Source: an optimization exercise on an open RTL-to-GDS flow (aim: small area, a short achievable clock period and few clock cycles per item). Production flows keep margins and buffers that such runs may drop. Only simulation tests tie the RTL to the original design; equivalence was not proved.

<file path="flow/constraint.sdc">
create_clock -name core_clock -period 50.0 [get_ports {clk}]
set_input_delay 10.0000 -clock core_clock [delete_from_list [all_inputs] [get_ports {clk}]]
set_output_delay 10.0000 -clock core_clock [all_outputs]
set_load 0.01 [all_outputs]
</file>
<file path="flow/config.mk">
export PLATFORM = sky130hd
export DESIGN_NAME = lake_mx_enc
export DESIGN_NICKNAME = lake_mx_enc
export VERILOG_FILES = /design/flow/design.v
export SDC_FILE = /design/flow/constraint.sdc
export NUM_CORES = 8
export LEC_CHECK = 0
export ABC_AREA = 1
export ABC_CLOCK_PERIOD_IN_PS = 30000
export CAP_MARGIN = 20
export CORE_MARGIN = 2
export CORE_UTILIZATION = 40
export SLEW_MARGIN = 20
</file>
<file path="flow/design.v">
module lake_mx_enc_elem (
    input  wire       sg,
    input  wire [8:0] xin,
    input  wire [6:0] f,
    input  wire [9:0] nsp,
    input  wire [2:0] rs,       
    input  wire [7:0] msk,      
    input  wire [7:1] th,       
    input  wire       e4, e5, e6, e7, i8,    
    input  wire       nanp,                  
    input  wire [6:0] maxp,                  
    output wire [7:0] code_o,
    output wire       ovf_o
);
    wire       sub  = xin[8];
    wire       spec = !xin[8] & (&xin[7:0]);
    wire       fnz  = |f;
    wire       nan  = spec & fnz;
    wire       inf  = spec & !fnz;
    wire [2:0] bl   = xin[2:0];
    wire [9:0] xs   = {xin[8], xin};
    reg  [4:0] glo, h0, h1;
    reg        c, c0, c1;
    integer    k;
    always @* begin
        c = sub;
        for (k = 0; k < 5; k = k + 1) begin
            glo[k] = xs[k] ^ nsp[k] ^ c;
            c      = (xs[k] & nsp[k]) | (c & (xs[k] ^ nsp[k]));
        end
        c0 = 1'b0; c1 = 1'b1;
        for (k = 0; k < 5; k = k + 1) begin
            h0[k] = xs[k+5] ^ nsp[k+5] ^ c0;
            c0    = (xs[k+5] & nsp[k+5]) | (c0 & (xs[k+5] ^ nsp[k+5]));
            h1[k] = xs[k+5] ^ nsp[k+5] ^ c1;
            c1    = (xs[k+5] & nsp[k+5]) | (c1 & (xs[k+5] ^ nsp[k+5]));
        end
    end
    wire [9:0] G    = {c ? h1 : h0, glo};
    wire       gpos = !G[9] & (|G[8:0]);
    wire       gle9 = G[9] & !(&G[8:3]);             
    wire       fm   = (e4 & f[6] & f[5] & (f[4] | (f[3] & (|f[2:0])))) |
                      ((e5 | e6) & (&f[6:4])) |
                      (e7 & (&f[6:5])) |
                      (i8 & (&f[6:0]));
    wire       gtm  = !G[9] & ((|G[8:5]) | (e4 & G[4]) | (e5 & (&G[4:0])) | (e6 & (|G[4:3])) |
                      (e7 & (|G[4:2])) | (i8 & (|G[4:1])));    
    wire       geq  = !G[9] & !(|G[8:5]) &
                      ((e4 & (G[4:0] == 5'd15)) | (e5 & (G[4:0] == 5'd30)) |
                       (e6 & (G[4:0] == 5'd7)) | (e7 & (G[4:0] == 5'd3)) |
                       (i8 & (G[4:0] == 5'd1)));
    wire       ovc  = (!spec & !sub & (gtm | (geq & fm))) | (inf & !e5);
    wire       gsub = th[1] & (bl == 3'd1) | th[2] & (bl == 3'd2) | th[3] & (bl == 3'd3) |
                      th[4] & (bl == 3'd4) | th[5] & (bl == 3'd5) | th[6] & (bl == 3'd6) |
                      th[7] & (bl == 3'd7);
    wire [2:0] gn   = 3'd1 - G[2:0];
    reg  [7:0] mg;      
    always @* begin
        case (G[2:0])
            3'd0:    mg = 8'b11111111;    
            3'd1:    mg = 8'b11111111;    
            3'd2:    mg = 8'b11111110;    
            3'd3:    mg = 8'b11111100;
            3'd4:    mg = 8'b11111000;
            3'd5:    mg = 8'b11110000;
            3'd6:    mg = 8'b11100000;
            default: mg = 8'b11000000;    
        endcase
        if (!G[9]) mg = 8'b10000000;      
        if (gle9)  mg = 8'b11111111;
    end
    wire [2:0] rot  = sub ? (gsub ? bl : rs) : gn;
    wire [7:0] mask = sub ? (gsub ? 8'd0 : msk) : mg;
    wire [7:0] sig  = {!sub, f};
    wire [7:0] r1   = rot[0] ? {sig[0],  sig[7:1]} : sig;
    wire [7:0] r2   = rot[1] ? {r1[1:0], r1[7:2]}  : r1;
    wire [7:0] rr   = rot[2] ? {r2[3:0], r2[7:4]}  : r2;
    wire       gpn  = gpos & !sub;
    wire [7:0] y    = gpn ? sig : (rr & ~mask);
    wire       stk0 = !gpn & (|(rr & mask));
    wire [4:0] gf   = G[4:0] & {5{gpos}};
    wire       e56  = e5 | e6;
    wire [7:0] t    = ({8{e4}}  & {gf, y[6:4]}) |
                      ({8{e56}} & {1'b0, gf, y[6:5]}) |
                      ({8{e7}}  & {2'b0, gf, y[6]}) |
                      ({8{i8}}  & {1'b0, y[7:1]});
    wire       rnd  = (e4 & y[3]) | (e56 & y[4]) | (e7 & y[5]) | (i8 & y[0]);
    wire       stk  = stk0 | (e4 & (|y[2:0])) | (e56 & (|y[3:0])) | (e7 & (|y[4:0]));
    wire       inc  = rnd & (stk | t[0]);
    wire       neg  = i8 & sg;
    wire [7:0] ti   = t ^ {8{neg}};
    wire       ci   = inc ^ neg;
    wire [7:0] code;
    genvar gi;
    generate for (gi = 0; gi < 8; gi = gi + 1) begin : incg
        if (gi == 0) assign code[gi] = ti[gi] ^ ci;
        else         assign code[gi] = ti[gi] ^ (ci & (&ti[gi-1:0]));
    end endgenerate
    wire       infk = inf & e5;
    wire       nano = nan | (ovc & nanp);
    wire       sato = ovc & !nanp;
    wire [6:0] mag  = nano ? {6'h3F, !e5} :
                      infk ? 7'h7C :
                      sato ? ((i8 & sg) ? 7'h01 : maxp) : code[6:0];
    wire       sgo  = sg & !nano;
    assign code_o[7]   = ((e4 | e5) & sgo) | (i8 & (sato ? sg : code[7]));
    assign code_o[6]   = mag[6];
    assign code_o[5]   = e6 ? sgo : mag[5];
    assign code_o[4]   = mag[4];
    assign code_o[3]   = e7 ? sgo : mag[3];
    assign code_o[2:0] = mag[2:0];
    assign ovf_o = ovc;
endmodule
module lake_mx_enc (
    input  wire         clk,
    input  wire         rst,         
    input  wire         in_valid,
    output wire         in_ready,
    input  wire [3:0]   in_fmt,      
    input  wire         in_ovf,      
    input  wire [511:0] in_vals,     
    input  wire [31:0]  in_stain,    
    output reg          out_valid,
    output wire [7:0]   out_scale,
    output wire [255:0] out_data,
    output wire [5:0]   out_novf
);
    assign in_ready = 1'b1;
    function gt4;
        input [3:0] a, b;
        integer k; reg g;
        begin
            g = 1'b0;
            for (k = 0; k < 4; k = k + 1)
                g = (a[k] & !b[k]) | (!(a[k] ^ b[k]) & g);
            gt4 = g;
        end
    endfunction
    function gt8;
        input [7:0] a, b;
        gt8 = gt4(a[7:4], b[7:4]) | ((a[7:4] == b[7:4]) & gt4(a[3:0], b[3:0]));
    endfunction
    reg          v1, v2;
    reg  [3:0]   i_fmt;
    reg          i_ovf;
    reg  [511:0] i_vals;
    reg  [31:0]  i_stain;
    always @(posedge clk) begin
        i_fmt   <= in_fmt;
        i_ovf   <= in_ovf;
        i_vals  <= in_vals;
        i_stain <= in_stain;
    end
    wire f4 = (i_fmt == 4'd4);
    wire f5 = (i_fmt == 4'd5);
    wire f6 = (i_fmt == 4'd6);
    wire f7 = (i_fmt == 4'd7);
    wire f8 = !(f4 | f5 | f6 | f7);
    reg  [7:0] emax;
    reg  [4:0] gmax;        
    reg  [4:0] gs0;         
    reg  [6:0] maxp;
    always @* begin
        case (1'b1)
            f4:      begin emax = 8'd8;  gmax = 5'd15; gs0 = 5'd7;  maxp = 7'h7E; end
            f5:      begin emax = 8'd15; gmax = 5'd30; gs0 = 5'd15; maxp = 7'h7B; end
            f6:      begin emax = 8'd4;  gmax = 5'd7;  gs0 = 5'd3;  maxp = 7'h1F; end
            f7:      begin emax = 8'd2;  gmax = 5'd3;  gs0 = 5'd1;  maxp = 7'h07; end
            default: begin emax = 8'd0;  gmax = 5'd1;  gs0 = 5'd1;  maxp = 7'h7F; end
        endcase
    end
    reg  [7:0] mx [0:62];
    reg        any_nan, nz;
    reg  [8:0] xin [0:31];
    reg  [2:0] bl;
    reg  [7:0] xv;
    reg  [6:0] fv;
    integer    i, b;
    always @* begin
        any_nan = 1'b0;
        nz      = 1'b0;
        for (i = 0; i < 32; i = i + 1) begin
            xv = i_vals[16*i+14 -: 8];
            fv = i_vals[16*i+6 -: 7];
            mx[i] = (xv != 8'hFF && !i_stain[i]) ? xv : 8'd0;
            if (xv == 8'hFF && fv != 7'd0) any_nan = 1'b1;
            if (xv != 8'hFF && !i_stain[i] && fv != 7'd0) nz = 1'b1;
            bl = 3'd0;
            for (b = 0; b < 7; b = b + 1)
                if (fv[b]) bl = b[2:0] + 3'd1;
            if (xv == 8'd0)
                xin[i] = {5'b11111, bl != 3'd0, bl};
            else
                xin[i] = {1'b0, xv};
        end
        for (i = 0; i < 31; i = i + 1)
            mx[32+i] = gt8(mx[2*i], mx[2*i+1]) ? mx[2*i] : mx[2*i+1];
    end
    wire [7:0] xm = mx[62];
    wire [8:0] xd = {1'b0, xm} - {1'b0, emax};
    wire       zm = (xm == 8'd0);
    wire [7:0] scale = zm ? (nz ? 8'd0 : 8'd127) : xd[8] ? 8'd0 : xd[7:0];
    wire [9:0] nsp = zm ? (nz ? {5'd0, gs0} : {5'd0, gs0} - 10'd127) :
                     xd[8] ? {5'd0, gs0} : {5'd0, gmax} - {2'd0, xm};
    wire [9:0] nn  = 10'd0 - nsp;
    wire [2:0] rs  = nn[2:0];
    wire [7:0] msk = nsp[9] ? ((nn[8:3] != 6'd0) ? 8'hFF : ~(8'hFF >> nn[2:0])) : 8'h00;
    reg  [7:1] th;
    reg  [7:1] thl;
    always @* begin
        case (nsp[2:0])
            3'd0: thl = 7'b0000000;
            3'd1: thl = 7'b1000000;
            3'd2: thl = 7'b1100000;
            3'd3: thl = 7'b1110000;
            3'd4: thl = 7'b1111000;
            3'd5: thl = 7'b1111100;
            3'd6: thl = 7'b1111110;
            default: thl = 7'b1111111;
        endcase
        th = {7{!nsp[9]}} & ({7{|nsp[8:3]}} | thl);
    end
    reg  [8:0]  r_x  [0:31];
    reg  [6:0]  r_f  [0:31];
    reg  [31:0] r_s;
    reg  [9:0]  r_nsp;
    reg  [7:0]  r_scale;
    reg  [6:0]  r_maxp;
    reg  [2:0]  r_rs;
    reg  [7:0]  r_msk;
    reg  [7:1]  r_th;
    reg         r_f4, r_f5, r_f6, r_f7, r_f8, r_nanp, r_nanblk;
    always @(posedge clk) begin
        if (rst) begin
            v1 <= 1'b0; v2 <= 1'b0; out_valid <= 1'b0;
        end else begin
            v1 <= in_valid; v2 <= v1; out_valid <= v2;
        end
        for (i = 0; i < 32; i = i + 1) begin
            r_x[i] <= xin[i];
            r_f[i] <= i_vals[16*i +: 7];
            r_s[i] <= i_vals[16*i+15];
        end
        r_nsp    <= nsp;
        r_scale  <= scale;
        r_maxp   <= maxp;
        r_rs     <= rs;
        r_msk    <= msk;
        r_th     <= th;
        r_f4 <= f4; r_f5 <= f5; r_f6 <= f6; r_f7 <= f7; r_f8 <= f8;
        r_nanp   <= i_ovf & (f4 | f5);
        r_nanblk <= any_nan & !(f4 | f5);
    end
    wire [7:0]  ec [0:31];
    wire [31:0] of;
    genvar g;
    generate
        for (g = 0; g < 32; g = g + 1) begin : el
            lake_mx_enc_elem u_e (
                .sg(r_s[g]), .xin(r_x[g]), .f(r_f[g]), .nsp(r_nsp), .rs(r_rs), .msk(r_msk), .th(r_th),
                .e4(r_f4), .e5(r_f5), .e6(r_f6), .e7(r_f7), .i8(r_f8),
                .nanp(r_nanp), .maxp(r_maxp),
                .code_o(ec[g]), .ovf_o(of[g]));
        end
    endgenerate
    wire p8 = !r_nanblk & !(r_f6 | r_f7);
    wire p6 = !r_nanblk & r_f6;
    wire p4 = !r_nanblk & r_f7;
    reg [255:0] data;
    integer     j;
    always @* begin
        for (j = 0; j < 256; j = j + 1)
            data[j] = (p8 & ec[j/8][j%8]) |
                      (p6 & (j < 192) & ec[(j < 192) ? j/6 : 0][j%6]) |
                      (p4 & (j < 128) & ec[(j < 128) ? j/4 : 0][j%4]);
    end
    wire pcs0 = of[0] ^ of[1] ^ of[2];
    wire pck0 = (of[0] & of[1]) | (of[2] & (of[0] ^ of[1]));
    wire pcs1 = of[3] ^ of[4] ^ of[5];
    wire pck1 = (of[3] & of[4]) | (of[5] & (of[3] ^ of[4]));
    wire pcs2 = of[6] ^ of[7] ^ of[8];
    wire pck2 = (of[6] & of[7]) | (of[8] & (of[6] ^ of[7]));
    wire pcs3 = of[9] ^ of[10] ^ of[11];
    wire pck3 = (of[9] & of[10]) | (of[11] & (of[9] ^ of[10]));
    wire pcs4 = of[12] ^ of[13] ^ of[14];
    wire pck4 = (of[12] & of[13]) | (of[14] & (of[12] ^ of[13]));
    wire pcs5 = of[15] ^ of[16] ^ of[17];
    wire pck5 = (of[15] & of[16]) | (of[17] & (of[15] ^ of[16]));
    wire pcs6 = of[18] ^ of[19] ^ of[20];
    wire pck6 = (of[18] & of[19]) | (of[20] & (of[18] ^ of[19]));
    wire pcs7 = of[21] ^ of[22] ^ of[23];
    wire pck7 = (of[21] & of[22]) | (of[23] & (of[21] ^ of[22]));
    wire pcs8 = of[24] ^ of[25] ^ of[26];
    wire pck8 = (of[24] & of[25]) | (of[26] & (of[24] ^ of[25]));
    wire pcs9 = of[27] ^ of[28] ^ of[29];
    wire pck9 = (of[27] & of[28]) | (of[29] & (of[27] ^ of[28]));
    wire pcs10 = pcs0 ^ pcs1 ^ pcs2;
    wire pck10 = (pcs0 & pcs1) | (pcs2 & (pcs0 ^ pcs1));
    wire pcs11 = pcs3 ^ pcs4 ^ pcs5;
    wire pck11 = (pcs3 & pcs4) | (pcs5 & (pcs3 ^ pcs4));
    wire pcs12 = pcs6 ^ pcs7 ^ pcs8;
    wire pck12 = (pcs6 & pcs7) | (pcs8 & (pcs6 ^ pcs7));
    wire pcs13 = pcs9 ^ of[30] ^ of[31];
    wire pck13 = (pcs9 & of[30]) | (of[31] & (pcs9 ^ of[30]));
    wire pcs14 = pck0 ^ pck1 ^ pck2;
    wire pck14 = (pck0 & pck1) | (pck2 & (pck0 ^ pck1));
    wire pcs15 = pck3 ^ pck4 ^ pck5;
    wire pck15 = (pck3 & pck4) | (pck5 & (pck3 ^ pck4));
    wire pcs16 = pck6 ^ pck7 ^ pck8;
    wire pck16 = (pck6 & pck7) | (pck8 & (pck6 ^ pck7));
    wire pcs17 = pcs10 ^ pcs11 ^ pcs12;
    wire pck17 = (pcs10 & pcs11) | (pcs12 & (pcs10 ^ pcs11));
    wire pcs18 = pck10 ^ pck11 ^ pck12;
    wire pck18 = (pck10 & pck11) | (pck12 & (pck10 ^ pck11));
    wire pcs19 = pck13 ^ pcs14 ^ pcs15;
    wire pck19 = (pck13 & pcs14) | (pcs15 & (pck13 ^ pcs14));
    wire pcs20 = pck14 ^ pck15 ^ pck16;
    wire pck20 = (pck14 & pck15) | (pck16 & (pck14 ^ pck15));
    wire pcs21 = pck17 ^ pcs18 ^ pcs19;
    wire pck21 = (pck17 & pcs18) | (pcs19 & (pck17 ^ pcs18));
    wire pcs22 = pck18 ^ pck19 ^ pcs20;
    wire pck22 = (pck18 & pck19) | (pcs20 & (pck18 ^ pck19));
    wire pcs23 = pcs21 ^ pcs16 ^ pck9;
    wire pck23 = (pcs21 & pcs16) | (pck9 & (pcs21 ^ pcs16));
    wire pcs24 = pck23 ^ pck21 ^ pcs22;
    wire pck24 = (pck23 & pck21) | (pcs22 & (pck23 ^ pck21));
    wire pcs25 = pck24 ^ pck22 ^ pck20;
    wire pck25 = (pck24 & pck22) | (pck20 & (pck24 ^ pck22));
    wire pcs26 = pcs17 ^ pcs13;
    wire pck26 = pcs17 & pcs13;
    wire pcs27 = pcs23 ^ pck26;
    wire pck27 = pcs23 & pck26;
    wire pcs28 = pcs24 ^ pck27;
    wire pck28 = pcs24 & pck27;
    wire pcs29 = pcs25 ^ pck28;
    wire pck29 = pcs25 & pck28;
    wire pcs30 = pck25 ^ pck29;
    wire pck30 = pck25 & pck29;
    wire [5:0] pc = {pck30, pcs30, pcs29, pcs28, pcs27, pcs26};
    reg  [7:0]   o_scale;
    reg  [255:0] o_data;
    reg  [5:0]   o_novf;
    always @(posedge clk) begin
        o_scale <= r_nanblk ? 8'hFF : r_scale;
        o_data  <= data;
        o_novf  <= pc & {6{!r_nanblk}};
    end
    assign out_scale = o_scale;
    assign out_data  = o_data;
    assign out_novf  = o_novf;
endmodule
</file>
<file path="flow/run.sh">
#!/bin/bash
# synth_recipe.tcl (not shown) runs the flow's synth.tcl, then flattens the netlist and writes it again
# the make line also repeats each setting of config.mk as NAME=value (left out here)
make -C /OpenROAD-flow-scripts/flow DESIGN_CONFIG=/design/flow/config.mk WORK_HOME=/design/flow/orfs CLKGATE_MAP_FILE= SYNTH_SCRIPT=/design/flow/synth_recipe.tcl finish
</file>
==> flow_summary.ini, run 1 <==
[final_layout]
nFillCells = 27610
stdcell_count = 20800
fin_area_um2 = 124300
drive_gt1_share_pct = 4.562
syn2layout_area_growth_pct = 17.26
seqCellArea_um2 = 28290
layout.nets = 18270
multiInputGateArea_um2 = 65980

[setup_path]
cp-end-kind = register
worstPathArrival_ns = 13.26
worstRegToRegCells = 63
reg2reg_slack_ns = 37.49
endpoint = r_msk[2]
path_common_cell = nand2_1
critical-path-max-stage-delay_ns = 1.06
reg2reg_to = r_msk[2]
crit_start = i_vals[473]
crit_fanout = 15
cp-start-kind = register
slowest_stage = o21ai_0
cp.required_ns = 50.75
crit_type = register to register
rr_startpoint = i_vals[473]

[global_route]
globalRouteMet3Util_pct = 12.41
grt_overflow = 0
grt_antenna_before_repair = 74
grt_start_max_net_pins = 114
grt_pass1_vias = 107300
grt_pass1_wl_mm = 778.3
gr-usage-met1_pct = 49.15
grt.busiest_layer = met2
track_usage_pct = 39.70
grt_use_met2_pct = 56.83

[job]
drv_cap = 0

[sta]
period_share_pct = 25.02
setup_tns_ns = 0
finClkSkew_ns = 0.08076
final_max_slew_viol_count = 0
finalSetupViolCount = 0
rsz0062_at_grt = no
fmax_mhz = 79.93
hold_viol = 0
tightest_slew_ns = 1.369
period_needed_ns = 12.51
slew_headroom_pct = 7.746

[logic_synthesis]
synth_ff_type = dfxtp_1
synth_enable_flop_cells = 0
yosys-top-cells-area = dfxtp_1 (27%), nand2_1 (13%), inv_1 (9.1%), o21ai_0 (8.3%), nor2_1 (5.8%)
synth_seq_cells = 1411
async_flop_share_pct = 0
yosysWarningCount = 10
synth.distinct_cells = 75
ys_seq_area_share_pct = 26.66
synth_area_um2 = 106000
synth.avg_cell_area_um2 = 6.452
synth.top_cell.area_share_pct = 26.66
synth.largest_area_cell = dfxtp_1
syn_inst = 16430

[clocking]
post_cts_buffers = 0
holdBufCountCts = 0
cts_buffers = 162
cts_tree = done
clk_path_buf_depth = 4
clk_latency_ns = 0.92
htree_levels = 4
clk_pin_slew_ns = 0.06
cts.sinks = 1411
cts-resized-gates = 0
cts-root-buf = clkbuf_16

[floorplan]
io_pins = 824
start_util_pct = 40.29
die_h_um = 518.7
core_area_um2 = 263000
die_w_um = 518.7
die_area_um2 = 269100
std_cell_rows = 188

[drt]
ant_nets = 0
dr.pass1.iters = 8
drtIter0Drc = 16460
dr_total_vias = 120400
via_per_inst = 5.791
drcViolationCount = 0
wl_mm = 561.7
wl_per_cell_um = 27.01

[placed_design]
hpwl_mm = 434.5
dp.cells = 20420
placed_cell_area_um2 = 118300
routabilityCongestion = 1.105
place.port_buffers = 822

[worst_hold_path]
holdCritPathClass = register to register

[status]
status = timing/DRC/antenna clean
==> how the worst min path moves through the flow <==
stage	from	to	slack, ns	depth (start not counted)
2_1_floorplan	i_vals[15]	r_s[0]	0.31	0
3_3_place_gp	i_vals[143]	r_s[8]	0.31	0
4_1_cts	i_vals[479]	r_s[29]	0.33	0
3_5_place_dp	i_vals[31]	r_s[1]	0.31	0
6_report	i_vals[255]	r_s[15]	0.32	0
5_1_grt	i_vals[479]	r_s[29]	0.33	0
==> cell usage after synthesis (all sizes together) (176+ instances only) <==
cell	n
a221oi	176
nand2	3873
nand3	546
inv	2601
a21oi	712
clkbuf	414
nand4	238
o21ai	1814
fa	284
ha	352
xor2	306
nor3	249
o22ai	290
nor2	1637
dfxtp	1411
==> logic make-up (layout without fill, tap and decap cells) <==
| kind of cell | after synthesis | in the layout | synth area share (%) |
|---|---|---|---|
| multiplexers | 2 | 2 | 0.01889 |
| AND/OR/NAND/NOR | 6828 | 6828 | 26.81 |
| other | 1 | 78 | 0.003539 |
| flip-flops | 1411 | 1411 | 26.66 |
| AO/OA/AOI/OAI | 4022 | 4022 | 22.77 |
| buffers and inverters | 3168 | 3949 | 11.27 |
| adder cells (fa/ha/maj) | 636 | 636 | 9.521 |
| XOR/XNOR | 357 | 357 | 2.951 |
==> area by class of cell <==
| class | instances | share of cell area, % |
|---|---|---|
| Tap cell | 3515 | 3.539 |
| Clock buffer | 213 | 3.684 |
| Clock inverter | 80 | 0.8821 |
| Inverter | 2644 | 8.005 |
| Multi-Input combinational cell | 11850 | 53.10 |
| Timing Repair Buffer | 1012 | 7.864 |
| Sequential cell | 1411 | 22.77 |
| Antenna cell | 77 | 0.1551 |
==> worst max-delay path: cells and delay by family (launching register included) <==
family / cells / cell delay, ns
DFF: 1 / 0.34
and+or+nand+nor: 30 / 4.07
buffers and inverters: 9 / 1.32
AOI/OAI and AO/OA: 17 / 4.09
adders and majority gates: 7 / 2.51
==> registers in the layout, summed over array words and instances (netlist names), 6 cells and up <==
name     count
r_th         7
o_data     256
r_scale      8
r_msk        8
r_nsp        8
r_x        288
r_s         32
i_stain     32
o_novf       6
r_f        224
i_vals     512
o_scale      8
==> layer usage <==
layer | part of all wire [%] | up-vias | routed length, um
met2 | 40 | 7603 | 225900
met3 | 13 | 1835 | 71380
li1 | - | 55570 | -
met5 | 0.043 | - | 242
met4 | 9.2 | 38 | 51730
met1 | 38 | 55390 | 212500
==> cells in the final DEF (no fill, tap or decap), types with 51 or more instances in the layout <==
cell type	n
nand3b_1	71
fa_1	284
nand4_1	237
nand2_1	3790
buf_4	168
nor3_1	248
o31ai_1	146
a31oi_1	99
xor2_1	306
o22ai_1	287
inv_1	2556
xnor2_1	51
diode_2	77
o21ai_1	80
nor2_1	1610
a221oi_1	176
a22oi_1	52
clkbuf_16	164
a21oi_1	711
o21ai_0	1724
or2_2	101
nor4_1	60
o211ai_1	112
dfxtp_1	1394
o21a_1	164
nand3_1	542
nand2_2	67
ha_1	352
o221ai_1	76
o2111ai_1	61
clkdlybuf4s50_1	822
==> stage by stage <==
step	setup slack, ns	utilization [%]	hold slack (ns)
after global routing	36.64	47.20	0.3340
after detailed placement	38.00	44.98	0.3121
after floorplan	39.67	-	0.3096
after global placement	38.00	44.94	0.3116
final	37.49	47.25	0.3239
after CTS	37.99	47.14	0.3261
Testbench counts, summed over its fixed seeds: cycles 8,024, items 8,000.
==> run 2, diff against run 1 <==
--- a/flow/design.v
+++ b/flow/design.v
@@ -3,8 +3,12 @@
     input  wire [8:0] xin,
     input  wire [6:0] f,
     input  wire [9:0] nsp,
-    input  wire [2:0] rs,       
-    input  wire [7:0] msk,      
+    input  wire [2:0] kk,       
+    input  wire [7:0] mk,       
+    input  wire [6:0] qm,       
+    input  wire [2:0] rsk,      
+    input  wire [7:0] mskk,     
+    input  wire       zfs,      
     input  wire [7:1] th,       
     input  wire       e4, e5, e6, e7, i8,    
     input  wire       nanp,                  
@@ -19,26 +23,18 @@
     wire       inf  = spec & !fnz;
     wire [2:0] bl   = xin[2:0];
     wire [9:0] xs   = {xin[8], xin};
-    reg  [4:0] glo, h0, h1;
-    reg        c, c0, c1;
+    reg  [9:0] G;
+    reg        c;
     integer    k;
     always @* begin
         c = sub;
-        for (k = 0; k < 5; k = k + 1) begin
-            glo[k] = xs[k] ^ nsp[k] ^ c;
-            c      = (xs[k] & nsp[k]) | (c & (xs[k] ^ nsp[k]));
-        end
-        c0 = 1'b0; c1 = 1'b1;
-        for (k = 0; k < 5; k = k + 1) begin
-            h0[k] = xs[k+5] ^ nsp[k+5] ^ c0;
-            c0    = (xs[k+5] & nsp[k+5]) | (c0 & (xs[k+5] ^ nsp[k+5]));
-            h1[k] = xs[k+5] ^ nsp[k+5] ^ c1;
-            c1    = (xs[k+5] & nsp[k+5]) | (c1 & (xs[k+5] ^ nsp[k+5]));
+        for (k = 0; k < 10; k = k + 1) begin
+            G[k] = xs[k] ^ nsp[k] ^ c;
+            c    = (xs[k] & nsp[k]) | (c & (xs[k] ^ nsp[k]));
         end
     end
-    wire [9:0] G    = {c ? h1 : h0, glo};
     wire       gpos = !G[9] & (|G[8:0]);
-    wire       gle9 = G[9] & !(&G[8:3]);             
+    wire       gle8 = G[9] & (!(&G[8:3]) | (G[2:0] == 3'd0));    
     wire       fm   = (e4 & f[6] & f[5] & (f[4] | (f[3] & (|f[2:0])))) |
                       ((e5 | e6) & (&f[6:4])) |
                       (e7 & (&f[6:5])) |
@@ -50,52 +46,48 @@
                        (e6 & (G[4:0] == 5'd7)) | (e7 & (G[4:0] == 5'd3)) |
                        (i8 & (G[4:0] == 5'd1)));
     wire       ovc  = (!spec & !sub & (gtm | (geq & fm))) | (inf & !e5);
-    wire       gsub = th[1] & (bl == 3'd1) | th[2] & (bl == 3'd2) | th[3] & (bl == 3'd3) |
-                      th[4] & (bl == 3'd4) | th[5] & (bl == 3'd5) | th[6] & (bl == 3'd6) |
-                      th[7] & (bl == 3'd7);
-    wire [2:0] gn   = 3'd1 - G[2:0];
-    reg  [7:0] mg;      
+    wire [3:0] um   = 4'd1 - G[3:0];
+    wire [3:0] u    = gpos ? 4'd0 : gle8 ? 4'd8 : um;
+    wire [4:0] an   = {1'b0, u} + {2'b0, kk};       
+    wire       zfn  = (an >= 5'd9);
+    reg  [7:0] mn;
     always @* begin
-        case (G[2:0])
-            3'd0:    mg = 8'b11111111;    
-            3'd1:    mg = 8'b11111111;    
-            3'd2:    mg = 8'b11111110;    
-            3'd3:    mg = 8'b11111100;
-            3'd4:    mg = 8'b11111000;
-            3'd5:    mg = 8'b11110000;
-            3'd6:    mg = 8'b11100000;
-            default: mg = 8'b11000000;    
+        case (an[2:0])
+            3'd0:    mn = 8'b11111111;    
+            3'd1:    mn = 8'b10000000;
+            3'd2:    mn = 8'b11000000;
+            3'd3:    mn = 8'b11100000;
+            3'd4:    mn = 8'b11110000;
+            3'd5:    mn = 8'b11111000;
+            3'd6:    mn = 8'b11111100;
+            default: mn = 8'b11111110;
         endcase
-        if (!G[9]) mg = 8'b10000000;      
-        if (gle9)  mg = 8'b11111111;
+        if (an[4] | an[3]) mn = 8'b11111111;
     end
-    wire [2:0] rot  = sub ? (gsub ? bl : rs) : gn;
-    wire [7:0] mask = sub ? (gsub ? 8'd0 : msk) : mg;
+    wire       gsub = th[1] & (bl == 3'd1) | th[2] & (bl == 3'd2) | th[3] & (bl == 3'd3) |
+                      th[4] & (bl == 3'd4) | th[5] & (bl == 3'd5) | th[6] & (bl == 3'd6) |
+                      th[7] & (bl == 3'd7);
+    wire [2:0] rot  = sub ? (gsub ? bl + kk : rsk) : an[2:0];
+    wire [7:0] mask = sub ? (gsub ? mk : mskk) : mn;
+    wire       zf   = sub ? (!gsub & zfs) : zfn;
     wire [7:0] sig  = {!sub, f};
     wire [7:0] r1   = rot[0] ? {sig[0],  sig[7:1]} : sig;
     wire [7:0] r2   = rot[1] ? {r1[1:0], r1[7:2]}  : r1;
     wire [7:0] rr   = rot[2] ? {r2[3:0], r2[7:4]}  : r2;
-    wire       gpn  = gpos & !sub;
-    wire [7:0] y    = gpn ? sig : (rr & ~mask);
-    wire       stk0 = !gpn & (|(rr & mask));
+    wire [6:0] q    = rr[6:0] & ~mask[6:0] & {7{!zf}};
+    wire       rnd  = rr[7] & mask[7] & !zf;
+    wire       stk  = |(rr[6:0] & mask[6:0]);
     wire [4:0] gf   = G[4:0] & {5{gpos}};
-    wire       e56  = e5 | e6;
-    wire [7:0] t    = ({8{e4}}  & {gf, y[6:4]}) |
-                      ({8{e56}} & {1'b0, gf, y[6:5]}) |
-                      ({8{e7}}  & {2'b0, gf, y[6]}) |
-                      ({8{i8}}  & {1'b0, y[7:1]});
-    wire       rnd  = (e4 & y[3]) | (e56 & y[4]) | (e7 & y[5]) | (i8 & y[0]);
-    wire       stk  = stk0 | (e4 & (|y[2:0])) | (e56 & (|y[3:0])) | (e7 & (|y[4:0]));
+    wire [6:0] t    = (q & qm) |
+                      ({7{e4}} & {gf[3:0], 3'b000}) |
+                      ({7{e5 | e6}} & {gf, 2'b00}) |
+                      ({7{e7}} & {gf[4:0], 1'b0});
     wire       inc  = rnd & (stk | t[0]);
     wire       neg  = i8 & sg;
-    wire [7:0] ti   = t ^ {8{neg}};
+    wire [7:0] ti   = {1'b0, t} ^ {8{neg}};
     wire       ci   = inc ^ neg;
-    wire [7:0] code;
-    genvar gi;
-    generate for (gi = 0; gi < 8; gi = gi + 1) begin : incg
-        if (gi == 0) assign code[gi] = ti[gi] ^ ci;
-        else         assign code[gi] = ti[gi] ^ (ci & (&ti[gi-1:0]));
-    end endgenerate
+    reg [7:0] code; reg cc2; integer k2;
+    always @* begin cc2 = ci; for (k2 = 0; k2 < 8; k2 = k2 + 1) begin code[k2] = ti[k2] ^ cc2; cc2 = cc2 & ti[k2]; end end
     wire       infk = inf & e5;
     wire       nano = nan | (ovc & nanp);
     wire       sato = ovc & !nanp;
@@ -159,14 +151,13 @@
     reg  [7:0] emax;
     reg  [4:0] gmax;        
     reg  [4:0] gs0;         
-    reg  [6:0] maxp;
     always @* begin
         case (1'b1)
-            f4:      begin emax = 8'd8;  gmax = 5'd15; gs0 = 5'd7;  maxp = 7'h7E; end
-            f5:      begin emax = 8'd15; gmax = 5'd30; gs0 = 5'd15; maxp = 7'h7B; end
-            f6:      begin emax = 8'd4;  gmax = 5'd7;  gs0 = 5'd3;  maxp = 7'h1F; end
-            f7:      begin emax = 8'd2;  gmax = 5'd3;  gs0 = 5'd1;  maxp = 7'h07; end
-            default: begin emax = 8'd0;  gmax = 5'd1;  gs0 = 5'd1;  maxp = 7'h7F; end
+            f4:      begin emax = 8'd8;  gmax = 5'd15; gs0 = 5'd7;  end
+            f5:      begin emax = 8'd15; gmax = 5'd30; gs0 = 5'd15; end
+            f6:      begin emax = 8'd4;  gmax = 5'd7;  gs0 = 5'd3;  end
+            f7:      begin emax = 8'd2;  gmax = 5'd3;  gs0 = 5'd1;  end
+            default: begin emax = 8'd0;  gmax = 5'd1;  gs0 = 5'd1;  end
         endcase
     end
     reg  [7:0] mx [0:62];
@@ -202,33 +193,11 @@
     wire [7:0] scale = zm ? (nz ? 8'd0 : 8'd127) : xd[8] ? 8'd0 : xd[7:0];
     wire [9:0] nsp = zm ? (nz ? {5'd0, gs0} : {5'd0, gs0} - 10'd127) :
                      xd[8] ? {5'd0, gs0} : {5'd0, gmax} - {2'd0, xm};
-    wire [9:0] nn  = 10'd0 - nsp;
-    wire [2:0] rs  = nn[2:0];
-    wire [7:0] msk = nsp[9] ? ((nn[8:3] != 6'd0) ? 8'hFF : ~(8'hFF >> nn[2:0])) : 8'h00;
-    reg  [7:1] th;
-    reg  [7:1] thl;
-    always @* begin
-        case (nsp[2:0])
-            3'd0: thl = 7'b0000000;
-            3'd1: thl = 7'b1000000;
-            3'd2: thl = 7'b1100000;
-            3'd3: thl = 7'b1110000;
-            3'd4: thl = 7'b1111000;
-            3'd5: thl = 7'b1111100;
-            3'd6: thl = 7'b1111110;
-            default: thl = 7'b1111111;
-        endcase
-        th = {7{!nsp[9]}} & ({7{|nsp[8:3]}} | thl);
-    end
     reg  [8:0]  r_x  [0:31];
     reg  [6:0]  r_f  [0:31];
     reg  [31:0] r_s;
     reg  [9:0]  r_nsp;
     reg  [7:0]  r_scale;
-    reg  [6:0]  r_maxp;
-    reg  [2:0]  r_rs;
-    reg  [7:0]  r_msk;
-    reg  [7:1]  r_th;
     reg         r_f4, r_f5, r_f6, r_f7, r_f8, r_nanp, r_nanblk;
     always @(posedge clk) begin
         if (rst) begin
@@ -243,23 +212,57 @@
         end
         r_nsp    <= nsp;
         r_scale  <= scale;
-        r_maxp   <= maxp;
-        r_rs     <= rs;
-        r_msk    <= msk;
-        r_th     <= th;
         r_f4 <= f4; r_f5 <= f5; r_f6 <= f6; r_f7 <= f7; r_f8 <= f8;
         r_nanp   <= i_ovf & (f4 | f5);
         r_nanblk <= any_nan & !(f4 | f5);
     end
+    reg  [2:0] kk;
+    reg  [6:0] qm;
+    reg  [6:0] maxp;
+    always @* begin
+        case (1'b1)
+            r_f4:      begin kk = 3'd4; qm = 7'h07; end
+            r_f5, r_f6:  begin kk = 3'd5; qm = 7'h03; end
+            r_f7:      begin kk = 3'd6; qm = 7'h01; end
+            default: begin kk = 3'd1; qm = 7'h7F; end
+        endcase
+        case (1'b1)
+            r_f4:    maxp = 7'h7E;
+            r_f5:    maxp = 7'h7B;
+            r_f6:    maxp = 7'h1F;
+            r_f7:    maxp = 7'h07;
+            default: maxp = 7'h7F;
+        endcase
+    end
+    wire [7:0] mk  = ~(8'hFF >> kk);
+    wire [9:0] sh  = {7'd0, kk} - r_nsp;
+    wire [2:0] rsk = sh[2:0];
+    wire       zfs = !sh[9] && (sh[8:0] >= 9'd9);
+    wire [7:0] mskk = sh[9] ? 8'h00 : (sh[8:3] != 6'd0) ? 8'hFF : ~(8'hFF >> sh[2:0]);
+    reg  [7:1] th;
+    reg  [7:1] thl;
+    always @* begin
+        case (r_nsp[2:0])
+            3'd0: thl = 7'b0000000;
+            3'd1: thl = 7'b1000000;
+            3'd2: thl = 7'b1100000;
+            3'd3: thl = 7'b1110000;
+            3'd4: thl = 7'b1111000;
+            3'd5: thl = 7'b1111100;
+            3'd6: thl = 7'b1111110;
+            default: thl = 7'b1111111;
+        endcase
+        th = {7{!r_nsp[9]}} & ({7{|r_nsp[8:3]}} | thl);
+    end
     wire [7:0]  ec [0:31];
     wire [31:0] of;
     genvar g;
     generate
         for (g = 0; g < 32; g = g + 1) begin : el
             lake_mx_enc_elem u_e (
-                .sg(r_s[g]), .xin(r_x[g]), .f(r_f[g]), .nsp(r_nsp), .rs(r_rs), .msk(r_msk), .th(r_th),
+                .sg(r_s[g]), .xin(r_x[g]), .f(r_f[g]), .nsp(r_nsp), .kk(kk), .mk(mk), .qm(qm), .rsk(rsk), .mskk(mskk), .zfs(zfs), .th(th),
                 .e4(r_f4), .e5(r_f5), .e6(r_f6), .e7(r_f7), .i8(r_f8),
-                .nanp(r_nanp), .maxp(r_maxp),
+                .nanp(r_nanp), .maxp(maxp),
                 .code_o(ec[g]), .ovf_o(of[g]));
         end
     endgenerate
--- a/flow/config.mk
+++ b/flow/config.mk
@@ -7,7 +7,7 @@
 export LEC_CHECK = 0
 export ABC_AREA = 1
 export ABC_CLOCK_PERIOD_IN_PS = 30000
-export CAP_MARGIN = 20
+export CAP_MARGIN = 30
 export CORE_MARGIN = 2
 export CORE_UTILIZATION = 40
 export SLEW_MARGIN = 20
==> run 2 against run 1 <==
  * Still clean on timing, DRC and antenna
  * Synthesized cell count is 7.5% lower
  * First-iteration DRC count down 11%
  * Sequential share of layout area is 0.15 points higher
  * Worst hold slack improved by 0.00098 ns
  * Non-clock buffer count rose by 38
==> flow_summary.ini, run 2 <==
[setup_path]
crit_type = register to primary output
critical-path-top-delay-family = buffers and inverters
cp-start-kind = register
crit_fanout = 1
cp-end-kind = primary output
worstRegToRegCells = 41
slowest_stage = clkdlybuf4s50_1
crit_cells = 1
worstPathCellList = clkdlybuf4s50_1
path_buf_inv = 1
cp.required_ns = 40.00
critical-path-max-stage-delay_ns = 0.54
worstPathArrival_ns = 1.77

[worst_hold_path]
hold_path_depth = 0
holdCritPathClass = register to register

[clocking]
holdBufCountCts = 0
cts_buffers = 152
post_cts_buffers = 0
cts.sinks = 1390
cts_tree = done
cts-root-buf = clkbuf_16
cts-resized-gates = 0
clk_pin_slew_ns = 0.07
clk_path_buf_depth = 3
htree_levels = 4
clk_latency_ns = 0.91

[placed_design]
pre_cts_slack_ns = 39.14
placed_cell_area_um2 = 116000
hpwl_mm = 404.2
dp.cells = 19170
place.port_buffers = 822
routabilityCongestion = 1.080

[floorplan]
core_area_um2 = 256900
die_h_um = 512.5
io_pins = 824
start_util_pct = 40.25
std_cell_rows = 186
die_w_um = 512.5
die_area_um2 = 262600

[logic_synthesis]
syn_inst = 15200
synth.top_cell.area_share_pct = 26.91
synth_enable_flop_cells = 0
synth.largest_area_cell = dfxtp_1
synth_seq_cells = 1390
yosysMostFrequentCell = nand2_1
synth_area_um2 = 103400
ys_seq_area_share_pct = 26.91
async_flop_share_pct = 0
synth.avg_cell_area_um2 = 6.804
yosys-top-cells-area = dfxtp_1 (27%), nand2_1 (12%), inv_1 (7.6%), fa_1 (7.4%), o21ai_0 (7.2%)
synth_common_cells = nand2_1 (3409), inv_1 (2096), o21ai_0 (1497)
synth_ff_type = dfxtp_1
yosysWarningCount = 10
synth.distinct_cells = 70

[drt]
dr_total_vias = 112400
drcViolationCount = 0
via_per_inst = 5.763
dr.pass1.iters = 10
wl_per_cell_um = 26.71
wl_mm = 521.2
ant_nets = 0
drtIter0Drc = 14660

[final_layout]
mostFrequentLayoutCells = nand2_1 (3407), inv_1 (2084), o21ai_0 (1483), nor2_1 (1454), dfxtp_1 (1381)
nFillCells = 26300
mostFrequentLayoutCell = nand2_1
largestRegisters = i_vals: 512 flops, r_x: 288 flops, o_data: 256 flops
seqCellArea_um2 = 27850
stdcell_count = 19510
layout.nets = 17450
largest_reg_flops = 512
multiInputGateArea_um2 = 65830
top_register = i_vals
fin_area_um2 = 121500
syn2layout_area_growth_pct = 17.53
drive_gt1_share_pct = 5.140

[global_route]
track_usage_pct = 38.01
grt_pass1_vias = 100900
grt_overflow = 0
grt_antenna_before_repair = 55
grt_pass1_wl_mm = 724.1
grt_start_max_net_pins = 134

[sta]
period_needed_ns = 11.77
period_share_pct = 23.55
hold_viol = 0
fmax_mhz = 84.94
final_max_slew_viol_count = 0
finalSetupViolCount = 0
slew_headroom_pct = 15.24
setup_tns_ns = 0
rsz0062_at_grt = no
fin_ws_ns = 38.23
tightest_slew_ns = 1.271
finClkSkew_ns = 0.08163

[status]
status = timing/DRC/antenna clean

[job]
drv_cap = 0
==> run 2: worst paths after layout <==
path                     from       endpoint  slack [ns]
hold reg to reg   i_vals[111]         r_s[6]        0.32
hold / removal    i_vals[111]         r_s[6]        0.32
setup / recovery  o_data[249]  out_data[249]       38.23
setup reg to reg     r_nsp[1]     o_data[86]       38.95
==> run 2: final cells by class <==
cell class | count | area share [%]
diodes | 56 | 0.1153
clock buffers | 194 | 3.502
clock inverters | 84 | 0.8410
inverters | 2192 | 6.790
multi-input cells | 11160 | 54.16
flip-flops and latches | 1390 | 22.92
well taps | 3384 | 3.483
repair buffers | 1050 | 8.194
==> run 2: worst reg2reg max path: cells and delay by family, from the launching register on <==
kind	cells	cell delay (ns)
AO/OA/AOI/OAI	5	1.84
buffers and inverters	6	1.05
AND/OR/NAND/NOR	13	2.50
adder cells (fa/ha/maj)	15	4.59
flip-flops	1	0.67
XOR/XNOR	2	0.23
==> run 2: cells by family (layout without fill, tap and decap cells) <==
| group | after synthesis | count (layout) | synth area share (%) |
|---|---|---|---|
| flip-flops | 1390 | 1390 | 26.91 |
| adder cells (fa/ha/maj) | 951 | 951 | 14.26 |
| AO/OA/AOI/OAI | 3424 | 3424 | 19.92 |
| buffers and inverters | 2649 | 3520 | 9.652 |
| XOR/XNOR | 334 | 334 | 2.829 |
| AND/OR/NAND/NOR | 6434 | 6434 | 26.26 |
| other | 1 | 57 | 0.003626 |
| multiplexers | 17 | 17 | 0.1645 |
==> run 2: per-layer routing <==
layer	track usage, %	up-vias	routed length, um
li1	-	52280	-
met1	48.07	51700	205300
met2	54.01	6920	208300
met3	12.05	1519	63590
met4	27.76	20	43900
met5	0	-	115
==> run 2: metrics by stage <==
step | utilization [%] | hold slack (ns)
finish | 47.31 | 0.3248
global placement | 45.05 | 0.3186
detailed placement | 45.17 | 0.3128
CTS | 47.22 | 0.3181
global route | 47.27 | 0.3374
floorplan | - | 0.3096
Testbench counts of run 2, summed over its fixed seeds: cycles 8,024, items 8,000.
==> run 3, diff against run 2 <==
--- a/flow/design.v
+++ b/flow/design.v
@@ -184,65 +184,50 @@
             else
                 xin[i] = {1'b0, xv};
         end
-        for (i = 0; i < 31; i = i + 1)
-            mx[32+i] = gt8(mx[2*i], mx[2*i+1]) ? mx[2*i] : mx[2*i+1];
     end
-    wire [7:0] xm = mx[62];
+    reg  [7:0]  xm;
+    reg  [31:0] alive;
+    integer     mb;
+    always @* begin
+        for (mb = 0; mb < 32; mb = mb + 1) alive[mb] = 1'b1;
+        for (mb = 7; mb >= 0; mb = mb - 1) begin
+            xm[mb] = 1'b0;
+            for (i = 0; i < 32; i = i + 1) xm[mb] = xm[mb] | (alive[i] & mx[i][mb]);
+            for (i = 0; i < 32; i = i + 1) alive[i] = alive[i] & (mx[i][mb] | !xm[mb]);
+        end
+    end
     wire [8:0] xd = {1'b0, xm} - {1'b0, emax};
     wire       zm = (xm == 8'd0);
     wire [7:0] scale = zm ? (nz ? 8'd0 : 8'd127) : xd[8] ? 8'd0 : xd[7:0];
     wire [9:0] nsp = zm ? (nz ? {5'd0, gs0} : {5'd0, gs0} - 10'd127) :
                      xd[8] ? {5'd0, gs0} : {5'd0, gmax} - {2'd0, xm};
-    reg  [8:0]  r_x  [0:31];
-    reg  [6:0]  r_f  [0:31];
-    reg  [31:0] r_s;
-    reg  [9:0]  r_nsp;
-    reg  [7:0]  r_scale;
-    reg         r_f4, r_f5, r_f6, r_f7, r_f8, r_nanp, r_nanblk;
-    always @(posedge clk) begin
-        if (rst) begin
-            v1 <= 1'b0; v2 <= 1'b0; out_valid <= 1'b0;
-        end else begin
-            v1 <= in_valid; v2 <= v1; out_valid <= v2;
-        end
-        for (i = 0; i < 32; i = i + 1) begin
-            r_x[i] <= xin[i];
-            r_f[i] <= i_vals[16*i +: 7];
-            r_s[i] <= i_vals[16*i+15];
-        end
-        r_nsp    <= nsp;
-        r_scale  <= scale;
-        r_f4 <= f4; r_f5 <= f5; r_f6 <= f6; r_f7 <= f7; r_f8 <= f8;
-        r_nanp   <= i_ovf & (f4 | f5);
-        r_nanblk <= any_nan & !(f4 | f5);
-    end
     reg  [2:0] kk;
     reg  [6:0] qm;
     reg  [6:0] maxp;
     always @* begin
         case (1'b1)
-            r_f4:      begin kk = 3'd4; qm = 7'h07; end
-            r_f5, r_f6:  begin kk = 3'd5; qm = 7'h03; end
-            r_f7:      begin kk = 3'd6; qm = 7'h01; end
+            f4:      begin kk = 3'd4; qm = 7'h07; end
+            f5, f6:  begin kk = 3'd5; qm = 7'h03; end
+            f7:      begin kk = 3'd6; qm = 7'h01; end
             default: begin kk = 3'd1; qm = 7'h7F; end
         endcase
         case (1'b1)
-            r_f4:    maxp = 7'h7E;
-            r_f5:    maxp = 7'h7B;
-            r_f6:    maxp = 7'h1F;
-            r_f7:    maxp = 7'h07;
+            f4:    maxp = 7'h7E;
+            f5:    maxp = 7'h7B;
+            f6:    maxp = 7'h1F;
+            f7:    maxp = 7'h07;
             default: maxp = 7'h7F;
         endcase
     end
     wire [7:0] mk  = ~(8'hFF >> kk);
-    wire [9:0] sh  = {7'd0, kk} - r_nsp;
+    wire [9:0] sh  = {7'd0, kk} - nsp;
     wire [2:0] rsk = sh[2:0];
     wire       zfs = !sh[9] && (sh[8:0] >= 9'd9);
     wire [7:0] mskk = sh[9] ? 8'h00 : (sh[8:3] != 6'd0) ? 8'hFF : ~(8'hFF >> sh[2:0]);
     reg  [7:1] th;
     reg  [7:1] thl;
     always @* begin
-        case (r_nsp[2:0])
+        case (nsp[2:0])
             3'd0: thl = 7'b0000000;
             3'd1: thl = 7'b1000000;
             3'd2: thl = 7'b1100000;
@@ -252,7 +237,44 @@
             3'd6: thl = 7'b1111110;
             default: thl = 7'b1111111;
         endcase
-        th = {7{!r_nsp[9]}} & ({7{|r_nsp[8:3]}} | thl);
+        th = {7{!nsp[9]}} & ({7{|nsp[8:3]}} | thl);
+    end
+    reg  [8:0]  r_x  [0:31];
+    reg  [6:0]  r_f  [0:31];
+    reg  [31:0] r_s;
+    reg  [9:0]  r_nsp;
+    reg  [6:0]  r_maxp;
+    reg  [2:0]  r_kk, r_rsk;
+    reg  [7:0]  r_mk, r_mskk;
+    reg  [6:0]  r_qm;
+    reg         r_zfs;
+    reg  [7:1]  r_th;
+    reg  [7:0]  r_scale;
+    reg         r_f4, r_f5, r_f6, r_f7, r_f8, r_nanp, r_nanblk;
+    always @(posedge clk) begin
+        if (rst) begin
+            v1 <= 1'b0; v2 <= 1'b0; out_valid <= 1'b0;
+        end else begin
+            v1 <= in_valid; v2 <= v1; out_valid <= v2;
+        end
+        for (i = 0; i < 32; i = i + 1) begin
+            r_x[i] <= xin[i];
+            r_f[i] <= i_vals[16*i +: 7];
+            r_s[i] <= i_vals[16*i+15];
+        end
+        r_nsp    <= nsp;
+        r_maxp   <= maxp;
+        r_kk     <= kk;
+        r_rsk    <= rsk;
+        r_mk     <= mk;
+        r_mskk   <= mskk;
+        r_qm     <= qm;
+        r_zfs    <= zfs;
+        r_th     <= th;
+        r_scale  <= scale;
+        r_f4 <= f4; r_f5 <= f5; r_f6 <= f6; r_f7 <= f7; r_f8 <= f8;
+        r_nanp   <= i_ovf & (f4 | f5);
+        r_nanblk <= any_nan & !(f4 | f5);
     end
     wire [7:0]  ec [0:31];
     wire [31:0] of;
@@ -260,9 +282,9 @@
     generate
         for (g = 0; g < 32; g = g + 1) begin : el
             lake_mx_enc_elem u_e (
-                .sg(r_s[g]), .xin(r_x[g]), .f(r_f[g]), .nsp(r_nsp), .kk(kk), .mk(mk), .qm(qm), .rsk(rsk), .mskk(mskk), .zfs(zfs), .th(th),
+                .sg(r_s[g]), .xin(r_x[g]), .f(r_f[g]), .nsp(r_nsp), .kk(r_kk), .mk(r_mk), .qm(r_qm), .rsk(r_rsk), .mskk(r_mskk), .zfs(r_zfs), .th(r_th),
                 .e4(r_f4), .e5(r_f5), .e6(r_f6), .e7(r_f7), .i8(r_f8),
-                .nanp(r_nanp), .maxp(maxp),
+                .nanp(r_nanp), .maxp(r_maxp),
                 .code_o(ec[g]), .ovf_o(of[g]));
         end
     endgenerate
==> flow/flow/run.sh (new file) <==
#!/bin/bash
# Layout flow: the standard flow (standard.sh, all steps), with the
# buffers that placement puts on the ports made from sky130_fd_sc_hd__buf_1
# rather than the resizer's default pick. Every port still gets its buffer.
set -euo pipefail
export BUFFER_PORTS_ARGS="-buffer_cell sky130_fd_sc_hd__buf_1"
bash standard.sh > standard.log 2>&1
==> flow/standard.sh (new file) <==
#!/bin/bash
# synth_recipe.tcl (not shown) runs the flow's synth.tcl, then flattens the netlist and writes it again
# the make line also repeats each setting of config.mk as NAME=value (left out here)
make -C /OpenROAD-flow-scripts/flow DESIGN_CONFIG=/design/flow/config.mk WORK_HOME=/design/flow/orfs CLKGATE_MAP_FILE= SYNTH_SCRIPT=/design/flow/synth_recipe.tcl "${@:-finish}"
--- a/flow/config.mk
+++ b/flow/config.mk
@@ -10,4 +10,5 @@
 export CAP_MARGIN = 30
 export CORE_MARGIN = 2
 export CORE_UTILIZATION = 40
+export CTS_BUF_LIST = sky130_fd_sc_hd__clkbuf_8
 export SLEW_MARGIN = 20
removed: flow/run.sh
==> run 3 against run 2 <==
  * Still clean
  * Utilization shrank 1.9 points
  * Register-to-register slack lost 3.7 ns
  * Sequential cell count grew 32
  * Final area shrank 5.1%
  * Non-clock buffer count grew 39
==> flow_summary.ini, run 3 <==
[status]
status = timing/DRC/antenna clean

[clocking]
cts-root-buf = clkbuf_8
clk_pin_slew_ns = 0.07
holdBufCountCts = 0
cts-resized-gates = 0
clk_path_buf_depth = 4
clk_latency_ns = 1.10
cts_tree = done
cts_buffers = 241
htree_levels = 4
post_cts_buffers = 0
cts.sinks = 1422

[final_layout]
top_register = i_vals
drive_gt1_share_pct = 5.415
nFillCells = 26720
mostFrequentLayoutCell = nand2_1
syn2layout_area_growth_pct = 12.98
fin_util_pct = 45.40
largest_reg_flops = 512
largestRegisters = i_vals: 512 flops, r_x: 288 flops, o_data: 256 flops
layout.nets = 17390
mostFrequentLayoutCells = nand2_1 (3417), inv_1 (2278), o21ai_0 (1593), nor2_1 (1526), dfxtp_1 (1404)
fin_area_um2 = 115300

[job]
drv_cap = 0

[drt]
ant_nets = 0
drcViolationCount = 0
dr_total_vias = 116100
drtIter0Drc = 18460
wl_mm = 600.1
via_per_inst = 5.899
wl_per_cell_um = 30.50
dr.pass1.iters = 10

[global_route]
track_usage_pct = 44.36
grt_pass1_wl_mm = 803.9
grt_pass1_vias = 101600
globalRouteMet3Util_pct = 20.04
grt_overflow = 0
grt_use_met2_pct = 58.20
grt_antenna_before_repair = 52
gr-usage-met1_pct = 59.38
grt_start_max_net_pins = 103
grt.busiest_layer = met1

[logic_synthesis]
synth_common_cells = nand2_1 (3418), inv_1 (2250), o21ai_0 (1598)
synth_enable_flop_cells = 0
synthXorXnorAreaFrac_pct = 3.064
async_flop_share_pct = 0
synth_seq_cells = 1422
synth_area_um2 = 102000
synth.distinct_cells = 69
synth.area.mux_share_pct = 0.6793
synth_ff_type = dfxtp_1
synth.top_cell.area_share_pct = 27.90
synth_top_family_by_area = simple AND/OR/NAND/NOR gates
synth_fa_ha_area_share_pct = 12.00
synth.largest_area_cell = dfxtp_1
synth.avg_cell_area_um2 = 6.693
synthSimpleGateAreaFrac_pct = 26.36
yosysWarningCount = 10
yosysMostFrequentCell = nand2_1
ys_seq_area_share_pct = 27.90
yosys-top-cells-area = dfxtp_1 (28%), nand2_1 (13%), inv_1 (8.3%), o21ai_0 (7.8%), fa_1 (7.5%)
syn_inst = 15250
synth_compound_area_share_pct = 19.51

[sta]
tightest_slew_ns = 1.242
period_share_pct = 29.53
period_needed_ns = 14.76
hold_viol = 0
setup_tns_ns = 0
finalSetupViolCount = 0
final_max_slew_viol_count = 0
finClkSkew_ns = 0.1079
fmax_mhz = 67.73
rsz0062_at_grt = no
slew_headroom_pct = 16.31

[setup_path]
crit_fanout = 65
worstRegToRegCells = 84
reg2reg_slack_ns = 35.24
crit_type = register to register
cp-start-kind = register
critical-path-top-delay-family = simple AND/OR/NAND/NOR gates
worstPathArrival_ns = 15.69
rr_startpoint = i_vals[265]
reg2reg_to = r_mskk[7]
path_buf_inv = 6
path_common_cell = nand2_1
slowest_stage = nand2_2
critical-path-max-stage-delay_ns = 0.58
cp.required_ns = 50.93
cp-end-kind = register

[floorplan]
die_h_um = 509.1
die_w_um = 509.1
die_area_um2 = 259200
std_cell_rows = 185
start_util_pct = 40.19
core_area_um2 = 253900
io_pins = 824

[worst_hold_path]
hp-start = i_vals[191]
hold_path_depth = 0
hold_end = r_s[11]
holdCritPathClass = register to register

[placed_design]
place.port_buffers = 822
hpwl_mm = 474.9
routabilityCongestion = 1.101
placed_cell_area_um2 = 109300
-- run 3: cells by family (layout without fill, tap and decap cells) --
group | Yosys count | count (layout)
XOR/XNOR | 357 | 357
other | 2 | 26
AND/OR/NAND/NOR | 6465 | 6465
adder cells (fa/ha/maj) | 750 | 750
buffers and inverters | 2812 | 3853
multiplexers | 69 | 69
flip-flops | 1422 | 1422
AO/OA/AOI/OAI | 3370 | 3370
-- run 3: final cells by class --
cell class	instances	area [um2]	share of cell area (%)
multi-input cells	11010	63010	54.66
flip-flops and latches	1422	28510	24.73
inverters	2324	8733	7.575
repair buffers	1089	5092	4.417
well taps	3366	4212	3.653
clock buffers	300	4129	3.581
clock inverters	140	1540	1.336
diodes	23	57.56	0.04992
-- run 3: per-layer routing --
layer | part of all wire (%) | up-vias
met5 | 0.027 | -
met4 | 6.8 | 20
met3 | 17 | 1625
met2 | 37 | 9043
met1 | 40 | 53190
li1 | - | 52200
-- run 3: metrics by stage --
step / std cells / setup WS, ns / hold WS (ns)
2_1_floorplan: 15250 / 39.67 / 0.3096
3_3_place_gp: 19150 / 36.11 / 0.3114
3_5_place_dp: 19180 / 35.91 / 0.3132
4_1_cts: 19620 / 35.84 / 0.3222
5_1_grt: 19660 / 34.38 / 0.3278
6_report: 19680 / 35.24 / 0.3227
-- run 3: worst max path at each step --
stage,to,start,cells past startpoint,slack (ns)
finish,r_mskk[7],i_vals[265],84,35.24
global route,r_mskk[1],i_vals[362],85,34.38
CTS,r_mskk[7],i_vals[265],84,35.84
detailed placement,r_mskk[1],i_vals[270],85,35.91
global placement,r_mskk[7],i_vals[270],84,36.11
floorplan,out_data[0],o_data[0],0,39.67
Testbench counts of run 3, summed over its fixed seeds: cycles 8,024, items 8,000.

==> static timing again, ports no longer ideal <==
The flow's constraints put no driver on any port. The routed layouts listed below were extracted and timed again, unchanged, in two steps. Step 1 assumes that a clkbuf_16 drives the clock port and a buf_2 every other input. Step 2 adds t to the input delays and takes it off the output delays; t is the mean of the earliest and latest rising clock arrival at the registers after step 1. Input paths then give back, and output paths get back, about the clock's delay inside the block. Slacks: ideal / step 1 / step 2; pairs: ideal / step 1.
run	shift t [ns]	setup slack, ns	worst setup path at the end	cell pins on the clock port's net
run 1	0.987	37.489 / 37.489 / 37.489	register to register	1
run 2	0.975	38.226 / 38.125 / 38.953	register to register	1
run 3	1.137	35.236 / 35.236 / 35.236	register to register	1
After both steps setup and hold are still met in every run listed.
